Source: an optimization exercise on an open RTL-to-GDS flow (aim: small area, a short achievable clock period and few clock cycles). Production flows keep margins and buffers that such runs may drop. The RTL was checked by simulation tests, not by an equivalence proof against the original design. No activity file was given, so power comes from the tool's default toggle rates.

==> flow/design.v, too long to show whole: its modules and the start of the top module <==
// module stoker_core: 940 lines
module stoker_core (
    input             clk,
    input             rst,
    output     [11:0] i_addr,
    input      [31:0] i_rdata,
    output            d_req,
    output            d_we,
    output     [12:0] d_addr,
    output     [3:0]  d_be,
    output     [31:0] d_wdata,
    input      [31:0] d_rdata,
    output reg        halted,
    output reg        except,
    output reg [1:0]  exc_class,
    output reg [2:0]  exc_sub,
    output     [13:0] exc_pc,
    output     [31:0] exc_insn,
    output reg [31:0] exc_addr
);
  // ...
==> flow/flow/run.sh <==
#!/bin/bash
# The standard layout, with two changes: the timing repair aims for more
# setup slack than the 24 ns clock needs, so that the achieved period shrinks,
# and the port buffers are buf_2 rather than the default delay-cell buffer.
set -euo pipefail
bash standard.sh SETUP_SLACK_MARGIN=17 "BUFFER_PORTS_ARGS=-buffer_cell sky130_fd_sc_hd__buf_2" finish > standard_flow.log 2>&1
==> flow/standard.sh <==
#!/bin/bash
# synth_recipe.tcl (not shown) runs the flow's synth.tcl, then flattens the netlist and writes it again
# the make line also repeats each setting of config.mk as NAME=value (left out here)
make -C /OpenROAD-flow-scripts/flow DESIGN_CONFIG=/design/flow/config.mk WORK_HOME=/design/flow/orfs CLKGATE_MAP_FILE= SYNTH_SCRIPT=/design/flow/synth_recipe.tcl "${@:-finish}"
==> flow/config.mk <==
export PLATFORM = sky130hd
export DESIGN_NAME = stoker_core
export DESIGN_NICKNAME = stoker_core
export VERILOG_FILES = /design/flow/design.v
export SDC_FILE = /design/flow/constraint.sdc
export NUM_CORES = 4
export LEC_CHECK = 0
export CAP_MARGIN = 20
export CORE_MARGIN = 2
export CORE_UTILIZATION = 50
export PLACE_DENSITY = 0.65
export SLEW_MARGIN = 20
==> flow/constraint.sdc <==
create_clock -name core_clock -period 24.0 [get_ports {clk}]
set_input_delay 4.8000 -clock core_clock [delete_from_list [all_inputs] [get_ports {clk}]]
set_output_delay 4.8000 -clock core_clock [all_outputs]
set_load 0.01 [all_outputs]
==> run summary, run 1 <==
* Total placed cells including tap cells at 9965
* Seq pwr share at 0.295
* CP Launch Point: mq_b[2]$_DFFE_PP_
* Final setup viols at 0
* Post-DP Area at 79100 um^2
* Non-filler instance count after layout at 10.4k
* Fraction of area in multi-input gates at 0.523
* Max cap viols at 0
* Worst Path Max Fanout at 8
* EDFF count, synth at 813
* Final WS setup at 16.59 ns
* Min-delay src: exc_addr[29]$_SDFFE_PP0P_
* Vias per Instance at between 7 and 8
* Post-synth top cells: 813 x edfxtp_1, 684 x nand2_1, 576 x a21oi_1
* Worst skew pair latency at 0.83 ns
* Largest family of logic cells by synthesized area: compound AO/OA/AOI/OAI gates
* Run status: complete, no violations
* Synth Area in Simple Gates at 0.157
* Die Y at 392 um
* Die ar. at between 150000 and 200000 um^2
* Crit start category: flip-flop
* Post-layout nets at 8714
* Worst Clk Skew at 0.111 ns
* #FFs+latches synth at around 1.0k
* Max Used Layer: met5
* Clk network pwr share at 0.288
Testbench counts, summed over its fixed seeds: cycles 147,780.
==> run 2, diff against run 1 <==
--- a/flow/design.v
+++ b/flow/design.v
@@ -14,16 +14,17 @@
     output reg [1:0]  exc_class,
     output reg [2:0]  exc_sub,
     output     [13:0] exc_pc,
     output     [31:0] exc_insn,
     output reg [31:0] exc_addr
 );
     reg [31:0]  rf [0:15];      
     reg [15:0]  rv;
+    reg         a0v, a1v;       
     reg [41:0]  a0, a1;         
     reg [3:1]   p;
     reg         fl_n, fl_z, fl_c, fl_v, fl_s;
     function cond_true;
         input [3:0] c;
         input n, z, cy, v, s;
         begin
             case (c)
@@ -78,16 +79,17 @@
     reg         e_resadd, e_subop, e_loop, e_and, e_or, e_xor, e_sh, e_shl, e_sar;
     reg         e_mul, e_min, e_max, e_clz, e_movb, e_movhi, e_sat, e_mac, e_pset;
     reg         e_ld, e_st, e_halt, e_setnz, e_setcv, e_setc;
     reg         e_ill_op, e_ill_field, e_fexc;
     reg [1:0]   e_msz;          
     reg [12:0]  e_maddr;        
     reg [1:0]   e_step;
     reg [15:0]  mq_a, mq_b;     
+    reg         mq_as, mq_bs;   
     reg         e_neg;          
     reg         ld_arr;         
     reg [3:0]   ld_rd;
     reg [1:0]   ld_size;
     reg [1:0]   ld_off;
     reg         ldr_v;
     reg [3:0]   ldr_rd;
     reg [31:0]  ldr;
@@ -121,20 +123,22 @@
     wire [31:0] adb   = e_subop ? ~eb : eb;
     wire [33:0] sum34 = {1'b0, ada, 1'b1} + {1'b0, adb, e_subop};    
     wire [32:0] sum33 = sum34[33:1];
     wire        add_v = (ada[31] == adb[31]) && (sum33[31] != ada[31]);
     wire        lt    = sum33[31] ^ add_v;
     wire        mc_cm  = e_mac && (e_fn == 4'd4 || e_fn == 4'd5);
     wire [15:0] mu     = mq_a;
     wire [15:0] mv     = mq_b;
-    wire [16:0] mq_u   = {e_mac & mu[15], mu};
-    wire [16:0] mq_v   = {e_mac & mv[15], mv};
+    wire [16:0] mq_u   = {mq_as, mu};
+    wire [16:0] mq_v   = {mq_bs, mv};
+    wire [41:0] a0r    = a0v ? a0 : 42'd0;
+    wire [41:0] a1r    = a1v ? a1 : 42'd0;
     wire        m_to1  = mc_cm ? e_step[1] : e_ir[20];
-    wire [41:0] acc_in = (e_fn == 4'd2) ? 42'd0 : (m_to1 ? a1 : a0);
+    wire [41:0] acc_in = (e_fn == 4'd2) ? 42'd0 : (m_to1 ? a1r : a0r);
     wire [41:0] mx     = e_mul ? ((e_step == 2'd0) ? 42'd0 :
                                   (e_step == 2'd1) ? {25'd0, ea[31:16], 1'b0} :
                                                      {9'd0, ea[31:16], 17'd0})
                                : (acc_in ^ {42{e_neg}});
     wire [41:0] mq_x   = mx;
     wire [18:0] mq_vx = {mq_v[16], mq_v, 1'b0};
     wire [2:0] mq_t0 = mq_vx[2:0];
     wire mq_neg0 = mq_t0[2] & ~(mq_t0[1] & mq_t0[0]);
@@ -543,17 +547,17 @@
     wire        m_fin  = !mc_cm || e_step[0];
     wire        m_ovf  = m_fin && (e_fn[3:1] != 3'd3) && !(msum[41:39] == 3'b000 || msum[41:39] == 3'b111);
     wire [41:0] m_new  = (e_fn == 4'd6) ? 42'd0 :
                          (e_fn == 4'd7) ? {{10{ea[31]}}, ea} :
                          m_fin ? {{2{msum[39]}}, msum[39:0]} : msum;
     wire        s_x    = e_ir[16];
     wire [4:0]  s_sh   = e_ir[7:3];
     wire [2:0]  s_mode = e_ir[2:0];
-    wire [39:0] sacc   = s_x ? a1[39:0] : a0[39:0];
+    wire [39:0] sacc   = s_x ? a1r[39:0] : a0r[39:0];
     reg  [30:0] tmask;
     integer ti;
     always @(*) for (ti = 0; ti < 31; ti = ti + 1) tmask[ti] = (ti < s_sh);
     wire        s_stk  = |(sacc[29:0] & tmask[30:1]);    
     wire [31:0] a_rev;
     genvar gr;
     generate for (gr = 0; gr < 32; gr = gr + 1) begin : g_rev
         assign a_rev[gr] = ea[31 - gr];
@@ -683,16 +687,18 @@
     wire [31:0] opb0 = fwd_lb ? ld_val : fwd_rb ? ldr : rfb;
     wire [31:0] opa  = fwd_ea ? res : opa0;
     wire [31:0] opbr = fwd_eb ? res : opb0;
     wire [12:0] link_w = {1'b0, ir_pc} + 13'd1;
     wire        imm_sx = op == 6'h11 || op == 6'h12 || op == 6'h1D;
     wire [31:0] immv  = is_call ? {17'd0, link_w, 2'b00} :
                         imm_sx  ? {{16{imm16[15]}}, imm16} : {16'd0, imm16};
     wire [31:0] opb   = use_b ? opbr : immv;
+    wire [15:0] mqa_d = (op == 6'h09 || fn == 4'd3) ? opa[31:16] : opa[15:0];
+    wire [15:0] mqb_d = (op != 6'h09 && fn == 4'd3) ? opb[31:16] : opb[15:0];
     wire d_pred = (pr == 2'd0) ? 1'b1 : p[pr];
     reg  [15:0] eq1;
     integer qi;
     always @(*) for (qi = 0; qi < 16; qi = qi + 1) eq1[qi] = rv[qi] && rf[qi] == 32'd1;
     wire [21:0] tgt22 = {10'd0, ir_pc} + {{2{off20[19]}}, off20};
     wire        bfar  = tgt22[21:12] != 10'd0;
     wire        c_ok  = cond_true(rd, fl_n, fl_z, fl_c, fl_v, fl_s);
     wire        taken = is_br || is_call || is_ret || (is_bcc && c_ok) || (is_loop && !eq1[rd]);
@@ -778,17 +784,17 @@
         end
     endgenerate
     always @(posedge clk) begin
         sb_addr <= agu[14:2];
         sb_be   <= st_be;
         sb_data <= st_dat;
         if (rst) begin
             rv <= 16'd0;
-            a0 <= 42'd0; a1 <= 42'd0;
+            a0v <= 1'b0; a1v <= 1'b0;
             p <= 3'd0;
             fl_n <= 1'b0; fl_z <= 1'b0; fl_c <= 1'b0; fl_v <= 1'b0; fl_s <= 1'b0;
             if (halted && pc_f == 12'd0) begin
                 f_pc <= 12'd0; pc_f <= 12'd1;
             end else begin
                 f_pc <= 12'hFFF; pc_f <= 12'd0;
             end
             nxt <= 12'd0; ir_v <= 1'b0;
@@ -828,17 +834,18 @@
                     if (e_halt) halted <= 1'b1;
                     if (e_ld && !sb_v) begin
                         ld_arr <= 1'b1;
                         ld_rd <= e_rd;
                         ld_size <= e_msz;
                         ld_off <= agu[1:0];
                     end
                     if (e_mac) begin
-                        if (m_to1) a1 <= m_new; else a0 <= m_new;
+                        if (m_to1) begin a1 <= m_new; a1v <= 1'b1; end
+                        else begin a0 <= m_new; a0v <= 1'b1; end
                         if (m_ovf) fl_s <= 1'b1;
                     end
                     if (e_sat && sat_ovf) fl_s <= 1'b1;
                     if (e_last) begin
                         if (e_setnz) begin
                             fl_n <= r_n;
                             fl_z <= r_z;
                         end
@@ -860,25 +867,30 @@
                     end
                 end
                 if (e_busy) begin
                     if (e_multi) begin
                         e_step <= e_step + 2'd1;
                         if (e_mul) begin
                             mq_a <= ea[15:0];
                             mq_b <= (e_step == 2'd0) ? eb[31:16] : eb[15:0];
+                            mq_as <= 1'b0; mq_bs <= 1'b0;
                             if (e_step == 2'd2) ea <= my[32:1];
                             else ea[31:16] <= my[16:1];
                         end else if (e_fn == 4'd4) begin
                             mq_a <= (e_step != 2'd1) ? ea[31:16] : ea[15:0];
                             mq_b <= (e_step != 2'd2) ? eb[31:16] : eb[15:0];
+                            mq_as <= (e_step != 2'd1) ? ea[31] : ea[15];
+                            mq_bs <= (e_step != 2'd2) ? eb[31] : eb[15];
                             e_neg <= e_step == 2'd0;
                         end else begin
                             mq_a <= (e_step != 2'd2) ? ea[31:16] : ea[15:0];
                             mq_b <= (e_step != 2'd1) ? eb[31:16] : eb[15:0];
+                            mq_as <= (e_step != 2'd2) ? ea[31] : ea[15];
+                            mq_bs <= (e_step != 2'd1) ? eb[31] : eb[15];
                             e_neg <= e_step == 2'd2;
                         end
                     end
                 end else if (e_hlt) begin
                     e_ir <= 32'd0;
                     e_pc <= 12'd0;
                 end else if (!e_stop) begin
                     e_step <= 2'd0;
@@ -915,18 +927,20 @@
                                 (op == 6'h21 || op == 6'h24) ? 2'd1 : 2'd2;
                     e_halt   <= op == 6'h2E;
                     e_setnz  <= alu_any || op == 6'h1E || op == 6'h1F;
                     e_setcv  <= alu_any && (aop == 4'h1 || aop == 4'h2 || aop == 4'hD);
                     e_setc   <= alu_any && (aop == 4'h6 || aop == 4'h7 || aop == 4'h8);
                     e_ill_op <= ill_op;
                     e_ill_field <= ill_field;
                     e_fexc   <= (ir_done ? ir_tk : (d_pred && taken)) && bfar && !is_ret;
-                    mq_a     <= (op == 6'h09 || fn == 4'd3) ? opa[31:16] : opa[15:0];
-                    mq_b     <= (op != 6'h09 && fn == 4'd3) ? opb[31:16] : opb[15:0];
+                    mq_a     <= mqa_d;
+                    mq_b     <= mqb_d;
+                    mq_as    <= op == 6'h0F && mqa_d[15];
+                    mq_bs    <= op == 6'h0F && mqb_d[15];
                     e_neg    <= op != 6'h09 && fn == 4'd1;
                 end
                 f_pc <= pc_f;
                 pc_f <= i_take ? itgt : pc_other;
                 nxt  <= redirect ? btgt : i_take ? itgt : accept ? nxt + 12'd1 : nxt;
                 if (accept) begin
                     ir <= i_rdata; ir_pc <= f_pc;
                     ir_done <= a_done; ir_tk <= a_tk;
==> flow/config.mk (replaced) <==
export PLATFORM = sky130hd
export DESIGN_NAME = stoker_core
export DESIGN_NICKNAME = stoker_core
export VERILOG_FILES = /design/flow/design.v
export SDC_FILE = /design/flow/constraint.sdc
export NUM_CORES = 4
export LEC_CHECK = 0
export CAP_MARGIN = 20
export CORE_MARGIN = 2
export CORE_UTILIZATION = 40
export PLACE_DENSITY = 0.55
export SLEW_MARGIN = 20
==> run 2 against run 1 <==
Design area up 1.2%. Still clean. Critical path type unchanged. Clock skew up 0.011 ns. Synthesized cell count down 1.3%. Global-route usage down 5.7 points. Fmax down 0.64%. Register-to-register slack worse by 0.05 ns. Clock-buffer cell count down 8. Setup slack worse by 0.047 ns. Critical endpoint is now mq_a[3]$_DFFE_PP_. Wire length up 10%. Cell count up 3.6%. Largest cell class unchanged. Sequential cell count up 4. Synthesized area up 1.1%.
==> run summary, run 2 <==
* Share of the clock period used by the worst path at 0.311 (was 0.309)
* I/O pin total at 214 (unchanged)
* Layout cells sized above 1 at 0.169 (was 0.163)
* Sequential share of the synthesized area at 0.390 (was 0.381)
* Die Y at 440 um (was 392 um)
* Wire length per cell at 39.8 um (was 37.4 um)
* Vias per Instance at 7.03 (was 7.39)
* Area share of the largest cell type after synthesis at 0.355 (was 0.325)
* Cts hold-fix bufs at 0 (unchanged)
* CP most frequent cell: a31oi_1 (was fa_1)
* Hold Crit Class: reg -> reg (unchanged)
* Crit start category: flip-flop (unchanged)
* Htree depth at 3 (unchanged)
* DR iter-0 viols at 12.7k (was 13.6k)
* Worst Clk Skew at 0.123 ns (was 0.111 ns)
* WS Path Type: reg -> reg (unchanged)
* FF+latch area at 29600 um^2 (was 28700 um^2)
* Buffers and inverters on the worst path at 2 (unchanged)
* RSZ-0062 raised after global routing: yes (unchanged)
* Pin count of the biggest net entering global routing at 72 (was 79)
* #FFs+latches synth at 1030 (was 1026)
* Area Overhead vs Synth at 14.9% (was 14.8%)
* Die X at 440 um (was 392 um)
* Synthesized instance count at 8001 (was 8104)
* P_leak at 31.5 nW (was 31.4 nW)
* Final wirelength at 428000 um (was 388000 um)
* Slew @ Worst Pin at 1.29 ns (was 1.37 ns)
* Post-layout nets at 8583 (was 8714)
* EDFF count, synth at 899 (was 813)
* Data arrival, critical path at 7.90 ns (was 8.14 ns)
* Peak VDD IR at 0.172 mV (was 0.147 mV)
* Die ar. at 194000 um^2 (was 154000 um^2)
* Footprint of the multi-input gates at 44800 um^2 (was 45100 um^2)
* I/O Buffers at 210 (unchanged)
* Setup TNS at 0 ns (unchanged)
* Worst rel slew slack at 0.137 (was 0.0789)
* Run status: complete, no violations (unchanged)
* Largest regs: rf: 512 flops, a0: 42 flops, a1: 42 flops (unchanged)
* Reg clk slew, reported paths at 0.07 ns (about the same)
* Filler cells at 18.0k (was 13.1k)
* CP Data Required Time at 24.45 ns (was 24.73 ns)
* Cell chain of the critical path: buf_4 > nand2_1 > o2111ai_1 > a31oi_1 > nor4_1 > a31oi_1 > o221ai_1 > inv_1 > nor4_1 > and3_1 > o21ai_2 > a31oi_1 > a31oi_1 > a211o_1 > a221oi_4 > a21oi_1 > nor2_1 > or3_1 > o21ai_0
* Top delay family on crit path: compound AO/OA/AOI/OAI gates (unchanged)
* Post-synth top cells: 899 x edfxtp_1, 628 x nor2_1, 593 x nand2_1 (was 813 x edfxtp_1, 684 x nand2_1, 576 x a21oi_1)
* Delay of the slowest cell on the worst path at 0.63 ns (was 0.56 ns)
* Most flops, register: rf (unchanged)
* Dpl hpwl at 305000 um (was 270000 um)
* CTS tree: yes (unchanged)
* CTS Buffer Depth at 3 (unchanged)
* CP max-delay cell: buf_4 (was edfxtp_1)
* Synth area leaders: edfxtp_1 36%, a22oi_1 4.9%, ha_1 4.5% (was edfxtp_1 32%, dfxtp_1 5.7%, ha_1 4.5%)
* Rows at 160 (was 142)
* Fmax at 134 MHz (was 135 MHz)
* Clock Sink Count at 1030 (was 1026)
* Max reg flops at 512 (unchanged)
* Final GP Congestion at 1.09 (was 1.12)
* CP Capture Type: flip-flop (unchanged)
* Core Area at 190000 um^2 (was 150000 um^2)
* Leading area contributor after synthesis: edfxtp_1 (unchanged)
* Mapped cell area at 76000 um^2 (was 75200 um^2)
* Post-Syn Area per Cell at 9.50 um^2 (was 9.28 um^2)
* First-pass GRT wire length at 582000 um (was 535000 um)
* Yosys warnings at 2 (unchanged)
* Commonest non-fill, non-tap cells in the layout: 899 x edfxtp_1, 581 x nand2_1, 569 x nor2_1, 497 x a22oi_1, 496 x a21oi_1 (was 813 x edfxtp_1, 675 x nand2_1, 523 x a21oi_1, 497 x nor2_1, 424 x a22oi_1)
* Clk root buf: clkbuf_16 (unchanged)
* Tot GR Track Use at 0.429 (was 0.486)
* Most used DFF post-synth: edfxtp_1 (unchanged)
* Final Max Slew Viols at 0 (unchanged)
* Minimum clock period after layout at 7.46 ns (was 7.41 ns)
* Initial Utilization at 0.401 (was 0.503)
* Leading cell type in the layout, fill and taps excluded: edfxtp_1 (unchanged)
* Most frequent cell after synthesis: edfxtp_1 (unchanged)
* DR pass1 iterations at 8 (was 14)
* Initial antenna violation count at 39 (was 28)
* Share of flip-flops with an asynchronous set or reset at 0 (unchanged)
* Max cap viols at 0 (unchanged)
* # DRC at 0 (unchanged)
* Final Hold Fails at 0 (unchanged)
* Pwr/cell area at 81.0 nW/um^2 (was 76.6 nW/um^2)
* Worst Path Max Fanout at 62 (was 8)
* Library cells used by synthesis at 124 (was 110)
* Vias in the first global route at 71.2k (was 71.4k)
* Final setup viols at 0 (unchanged)
* Grt total ovfl at 0 (unchanged)
* Via count at 75.6k (was 76.7k)
* CTS Buf Count at 116 (was 113)
* Total placed cells including tap cells at 10.4k (was 9965)
* Worst skew pair latency at 0.87 ns (was 0.83 ns)
* Routed Antenna Nets at 0 (unchanged)
* Non-filler instance count after layout at 10.7k (was 10.4k)
run 2: cell count changes in the layout (fill, tap and decap cells not counted), sizes merged, moves of 28 or more:
| cell | delta |
|---|---|
| nor2 | +77 |
| o311ai | -36 |
| xor2 | +47 |
| buf | -34 |
| a22oi | +69 |
| nand3b | +34 |
| o21ai | -93 |
| dfxtp | -82 |
| and2 | -28 |
| nand2 | -92 |
| a22o | -28 |
| edfxtp | +86 |
| mux2 | +34 |
run 2: kinds of logic (layout without fill, tap and decap cells):
logic type                 Yosys count  after routing  synth area share
AOI/OAI and AO/OA                 2426           2426             0.217
adders and majority gates          413            413            0.0818
xor gates and xnor gates           518            518            0.0597
buffers and inverters              896           1099            0.0472
and+or+nand+nor                   2392           2392             0.155
other                                1             32         0.0000493
DFF                               1030           1030             0.390
muxes                              325            326            0.0496
run 2: worst paths after layout:
check                                       from                  to  slack (ns)  cells past startpoint
worst max-delay path            a0v$_SDFFE_PP0P_   mq_a[3]$_DFFE_PP_       16.54                     19
worst min-delay path             eb[7]$_DFFE_PP_  sb_data[7]$_DFF_P_        0.42                      0
worst max register to register  a0v$_SDFFE_PP0P_   mq_a[3]$_DFFE_PP_       16.54                     19
worst min register to register   eb[7]$_DFFE_PP_  sb_data[7]$_DFF_P_        0.42                      0
run 2: what timing repair did:
action / 4_1_cts / 5_1_grt
resized for setup: 191 / 109
gates cloned: 9 / 2
pin swaps: 63 / 55
buffers inserted: 53 / 29
setup endpoints to repair: 946 / 762
run 2: worst reg2reg max path, cell delays in order (launching register included):
cell and delay [ns]:
dfxtp_2 0.48, buf_4 0.63, nand2_1 0.39, o2111ai_1 0.50, a31oi_1 0.18, nor4_1 0.39
a31oi_1 0.17, o221ai_1 0.38, inv_1 0.25, nor4_1 0.45, and3_1 0.47, o21ai_2 0.25
a31oi_1 0.52, a31oi_1 0.29, a211o_1 0.44, a221oi_4 0.47, a21oi_1 0.41, nor2_1 0.17
or3_1 0.12, o21ai_0 0.17
run 2: stage by stage:
| step | setup WS, ns | utilization | hold WS [ns] | area, um^2 | total power [W] |
|---|---|---|---|---|---|
| after floorplan | 15.94 | - | 0.375 | 76400 | 0.00361 |
| after global placement | 15.40 | 0.425 | 0.382 | 80600 | 0.00452 |
| after detailed placement | 15.45 | 0.425 | 0.398 | 80600 | 0.00453 |
| after CTS | 16.77 | 0.456 | 0.421 | 86400 | 0.00672 |
| after global routing | 16.48 | 0.461 | 0.443 | 87300 | 0.00728 |
| final | 16.54 | 0.461 | 0.424 | 87400 | 0.00707 |
run 2: per-layer routing:
layer  part of all wire  GRT usage  up-vias
met5            0.00067          0        -
met4               0.10      0.356       36
met3               0.12      0.131     1715
met2               0.43      0.642     6129
met1               0.35      0.504    37123
li1                   -          -    30549
run 2: cell type report:
cell class	count	share of cell area
sequential	1030	0.339
inverter	269	0.0116
clock buffer	135	0.0354
antenna	29	0.000831
multi-input combinational	6078	0.513
clock inverter	86	0.0123
tap	2511	0.0360
timing repair buffer	609	0.0519
run 2: power breakdown:
group / internal [W] / switching, W
Clock: 0.00113 / 0.000860
Combinational: 0.00114 / 0.00185
Sequential: 0.00207 / 0.0000265
Testbench counts of run 2, summed over its fixed seeds: cycles 147,780.
==> run 3, diff against run 2 <==
--- a/flow/config.mk
+++ b/flow/config.mk
@@ -8,5 +8,5 @@
 export CAP_MARGIN = 20
 export CORE_MARGIN = 2
-export CORE_UTILIZATION = 40
-export PLACE_DENSITY = 0.55
+export CORE_UTILIZATION = 30
+export PLACE_DENSITY = 0.45
 export SLEW_MARGIN = 20
==> run 3 against run 2 <==
Wire length up 0.17%. Sequential cell count unchanged. Synthesized area stayed put. Global-route usage fell by 11 points. Clock-buffer cell count up 26. Power fell by 2.8%. Utilization fell by 11 points. First-iteration DRC count shrank 12%. Cell count increased by 7.7%. Critical endpoint is now fl_s$_SDFFE_PP0P_. Clock power down 2%. Non-clock buffer count increased by 1. Highest routed layer unchanged.
==> run summary, run 3 <==
* Compound-gate portion of the synthesized area at 0.217 (unchanged)
* EDFF count, synth at 899 (unchanged)
* Worst R2R End: fl_s$_SDFFE_PP0P_ (was mq_a[3]$_DFFE_PP_)
* Wire length per cell at 37.0 um (was 39.8 um)
* Vias per Instance at 6.37 (was 7.03)
* Post-Synth XOR/XNOR Area at 0.0597 (unchanged)
* Routed Antenna Nets at 0 (unchanged)
* Max cap viols at 0 (unchanged)
* Sequential share of the synthesized area at 0.390 (unchanged)
* Vias in the first global route at 70.8k (was 71.2k)
* Leading cell type in the layout, fill and taps excluded: edfxtp_1 (unchanged)
* Most used DFF post-synth: edfxtp_1 (unchanged)
* Max Used Layer: met5 (unchanged)
* # DRC at 0 (unchanged)
* Post-Syn Area per Cell at 9.50 um^2 (unchanged)
* Worst Path Max Fanout at 32 (was 62)
* Setup slack, reg-to-reg at 16.79 ns (was 16.54 ns)
* Grt total ovfl at 0 (unchanged)
* Initial antenna violation count at 25 (was 39)
* Min-delay src: exc_sub[1]$_SDFFE_PP0P_ (was eb[7]$_DFFE_PP_)
* Pwr Total at 0.00688 W (was 0.00707 W)
* Initial Utilization at 0.302 (was 0.401)
* Met2 wire len at 191000 um (was 185000 um)
* Final wirelength at 429000 um (was 428000 um)
* Final GP Congestion at 1.03 (was 1.09)
* Setup TNS at 0 ns (unchanged)
* Slew @ Worst Pin at 1.27 ns (was 1.29 ns)
* Footprint of the multi-input gates at 44600 um^2 (was 44800 um^2)
* Largest family of logic cells by synthesized area: compound AO/OA/AOI/OAI gates (unchanged)
* Final setup viols at 0 (unchanged)
* Hold slack at 0.455 ns (was 0.424 ns)
* Fmax at 139 MHz (was 134 MHz)
* Layout cells sized above 1 at 0.164 (was 0.169)
* Final Max Slew Viols at 0 (unchanged)
* Synth area leaders: edfxtp_1 36%, a22oi_1 4.9%, ha_1 4.5% (unchanged)
* Synth Area in Adders at 0.0818 (unchanged)
* Cts hold-fix bufs at 0 (unchanged)
* Share of flip-flops with an asynchronous set or reset at 0 (unchanged)
* Max reg flops at 512 (unchanged)
* Pin count of the biggest net entering global routing at 76 (was 72)
* Worst reg2reg path startpoint: e_ir[8]$_SDFFCE_PP0P_ (was a0v$_SDFFE_PP0P_)
* WS Path Type: reg -> reg (unchanged)
* CTS Buffer Depth at 3 (unchanged)
* Routed wl met3 at 42400 um (was 50700 um)
* Post-layout nets at 8588 (was 8583)
* CTS Buf Count at 121 (was 116)
* Library cells used by synthesis at 124 (unchanged)
* I/O Buffers at 210 (unchanged)
* Commonest non-fill, non-tap cells in the layout: 899 x edfxtp_1, 584 x nand2_1, 568 x nor2_1, 522 x a21oi_1, 491 x a22oi_1 (was 899 x edfxtp_1, 581 x nand2_1, 569 x nor2_1, 497 x a22oi_1, 496 x a21oi_1)
* Largest regs: rf: 512 flops, a0: 42 flops, a1: 42 flops (unchanged)
* Area Overhead vs Synth at 15.9% (was 14.9%)
* Die Y at 507 um (was 440 um)
* Rows at 184 (was 160)
* P_leak at 31.4 nW (was 31.5 nW)
* Buffers and inverters on the worst path at 3 (was 2)
* Final Hold Fails at 0 (unchanged)
* Die ar. at 257000 um^2 (was 194000 um^2)
* Yosys warnings at 2 (unchanged)
* Leading area contributor after synthesis: edfxtp_1 (unchanged)
* Delay of the slowest cell on the worst path at 0.58 ns (was 0.63 ns)
* Data arrival, critical path at 7.80 ns (was 7.90 ns)
* CP Capture Type: flip-flop (unchanged)
* Peak VDD IR at 0.217 mV (was 0.172 mV)
* Worst r2r path cells at 29 (was 19)
* Minimum clock period after layout at 7.21 ns (was 7.46 ns)
* Area share of the largest cell type after synthesis at 0.355 (unchanged)
* Tot GR Track Use at 0.321 (was 0.429)
* Worst skew pair latency at 0.84 ns (was 0.87 ns)
* Top delay family on crit path: compound AO/OA/AOI/OAI gates (unchanged)
* DR pass1 iterations at 9 (was 8)
* First-pass GRT wire length at 586000 um (was 582000 um)
* Synth Area in Simple Gates at 0.155 (unchanged)
* DR iter-0 viols at 11.1k (was 12.7k)
* Worst rel slew slack at 0.152 (was 0.137)
* Most flops, register: rf (unchanged)
* Post-synth top cells: 899 x edfxtp_1, 628 x nor2_1, 593 x nand2_1 (unchanged)
* FF+latch area at 29600 um^2 (about the same)
* Most frequent cell after synthesis: edfxtp_1 (unchanged)
* RSZ-0062 raised after global routing: yes (unchanged)
* #FFs+latches synth at 1030 (unchanged)
* Clock Sink Count at 1030 (unchanged)
* Hold endpoint: exc_sub[1]$_SDFFE_PP0P_ (was sb_data[7]$_DFF_P_)
* Reg clk slew, reported paths at 0.06 ns (was 0.07 ns)
* Htree depth at 3 (unchanged)
* I/O pin total at 214 (unchanged)
* Dpl hpwl at 314000 um (was 305000 um)
* Post-synthesis mux area share at 0.0496 (unchanged)
* CTS tree: yes (unchanged)
* Filler cells at 25.6k (was 18.0k)
* Synthesized instance count at 8001 (unchanged)
* Clk root buf: clkbuf_16 (unchanged)
* CP Data Required Time at 24.59 ns (was 24.45 ns)
* Share of the clock period used by the worst path at 0.301 (was 0.311)
* Worst Clk Skew at 0.105 ns (was 0.123 ns)
* Run status: complete, no violations (unchanged)
* Hold Crit Class: reg -> reg (unchanged)
* Core Area at 252000 um^2 (was 190000 um^2)
* Wl on met1 at 161000 um (was 149000 um)
* Via count at 73.8k (was 75.6k)
* Mapped cell area at 76000 um^2 (unchanged)
* Die X at 507 um (was 440 um)
* Pwr/cell area at 78.0 nW/um^2 (was 81.0 nW/um^2)
* CP max-delay cell: fa_1 (was buf_4)
* Hold Crit Depth at 2 (was 0)
* Crit start category: flip-flop (unchanged)
==> run 3: power breakdown <==
part	switching (W)	internal, W	leakage (nW)
clock network	0.000846	0.00111	1.98
registers	0.0000275	0.00207	9.46
logic	0.00172	0.00111	20.0
==> run 3: worst min-delay path, cell delays in order, from the launching register on <==
cell,delay [ns]
dfxtp_1,0.31
nand2_1,0.05
a21oi_1,0.05
==> run 3: metal layers <==
metal	vias to the layer above	global-route usage
li1	30504	-
met1	36670	0.396
met2	5222	0.505
met3	1347	0.0742
met4	22	0.204
met5	-	0
==> run 3: timing repair <==
item | 4_1_cts | 5_1_grt
cloned | 5 | 0
endpoints found under the hold margin | 0 | 0
pin swaps | 105 | 63
endpoints found under the setup margin | 1029 | 777
gates resized for setup | 195 | 106
buffers inserted | 72 | 22
==> run 3: worst max path at each step <==
stage	endpoint	slack [ns]	from	cells after the start
final	fl_s$_SDFFE_PP0P_	16.79	e_ir[8]$_SDFFCE_PP0P_	29
after global routing	fl_s$_SDFFE_PP0P_	16.53	e_ir[11]$_SDFFCE_PP0P_	31
after CTS	fl_s$_SDFFE_PP0P_	16.74	e_ir[11]$_SDFFCE_PP0P_	34
after detailed placement	fl_s$_SDFFE_PP0P_	15.39	e_ir[9]$_SDFFCE_PP0P_	27
after global placement	fl_s$_SDFFE_PP0P_	15.43	e_ir[9]$_SDFFCE_PP0P_	27
after floorplan	e_and$_DFFE_PP_	15.94	rst	3
==> run 3: stage by stage <==
step,setup WS (ns),utilization,cell area [um^2],instances
after detailed placement,15.39,0.324,81500,11232
after floorplan,15.94,-,76400,8003
after global placement,15.43,0.324,81500,11232
final,16.79,0.350,88100,11573
after global routing,16.53,0.350,88100,11564
after CTS,16.74,0.347,87300,11536
==> run 3: cell families after synthesis <==
kind of cell    count (synthesis)
compound gates               2426
buf+inv                       896
flops                        1030
simple gates                 2392
xor+xnor                      518
fa+ha+maj                     413
mux                           325
other cells                     1
==> run 3: area by class of cell <==
type                       instances  share of cell area
clock inverter                    66             0.00816
sequential                      1030               0.336
inverter                         269              0.0119
timing repair buffer             610              0.0515
antenna                           12            0.000341
tap                             3348              0.0475
clock buffer                     161              0.0384
multi-input combinational       6077               0.506

## port drivers added, routing unchanged
The results above use ideal ports. As a check the final layouts listed here were re-extracted and re-timed, cells and wires unchanged. Step 1: set_driving_cell puts a clkbuf_16 on clk and a buf_2 on each other input, an assumption about the parent block. Step 2 also shifts input and output timing later by t, the mid clock arrival at the registers, as if the neighbouring blocks saw the same clock. Three values: ideal ports, drivers, drivers and shift; two values: the first two.
run	t, ns	setup slack, ns	latest minus earliest clock arrival (ns)
run 1	0.862	16.590 / 16.590 / 16.061	0.112 / 0.112
run 2	0.903	16.543 / 16.543 / 15.994	0.123 / 0.123
run 3	0.886	16.786 / 16.786 / 16.111	0.105 / 0.105
After both steps every run listed still meets setup and hold. The setup slack of run 3, which loses most, moves by 0.000 ns with the drivers and by -0.675 ns with both steps.
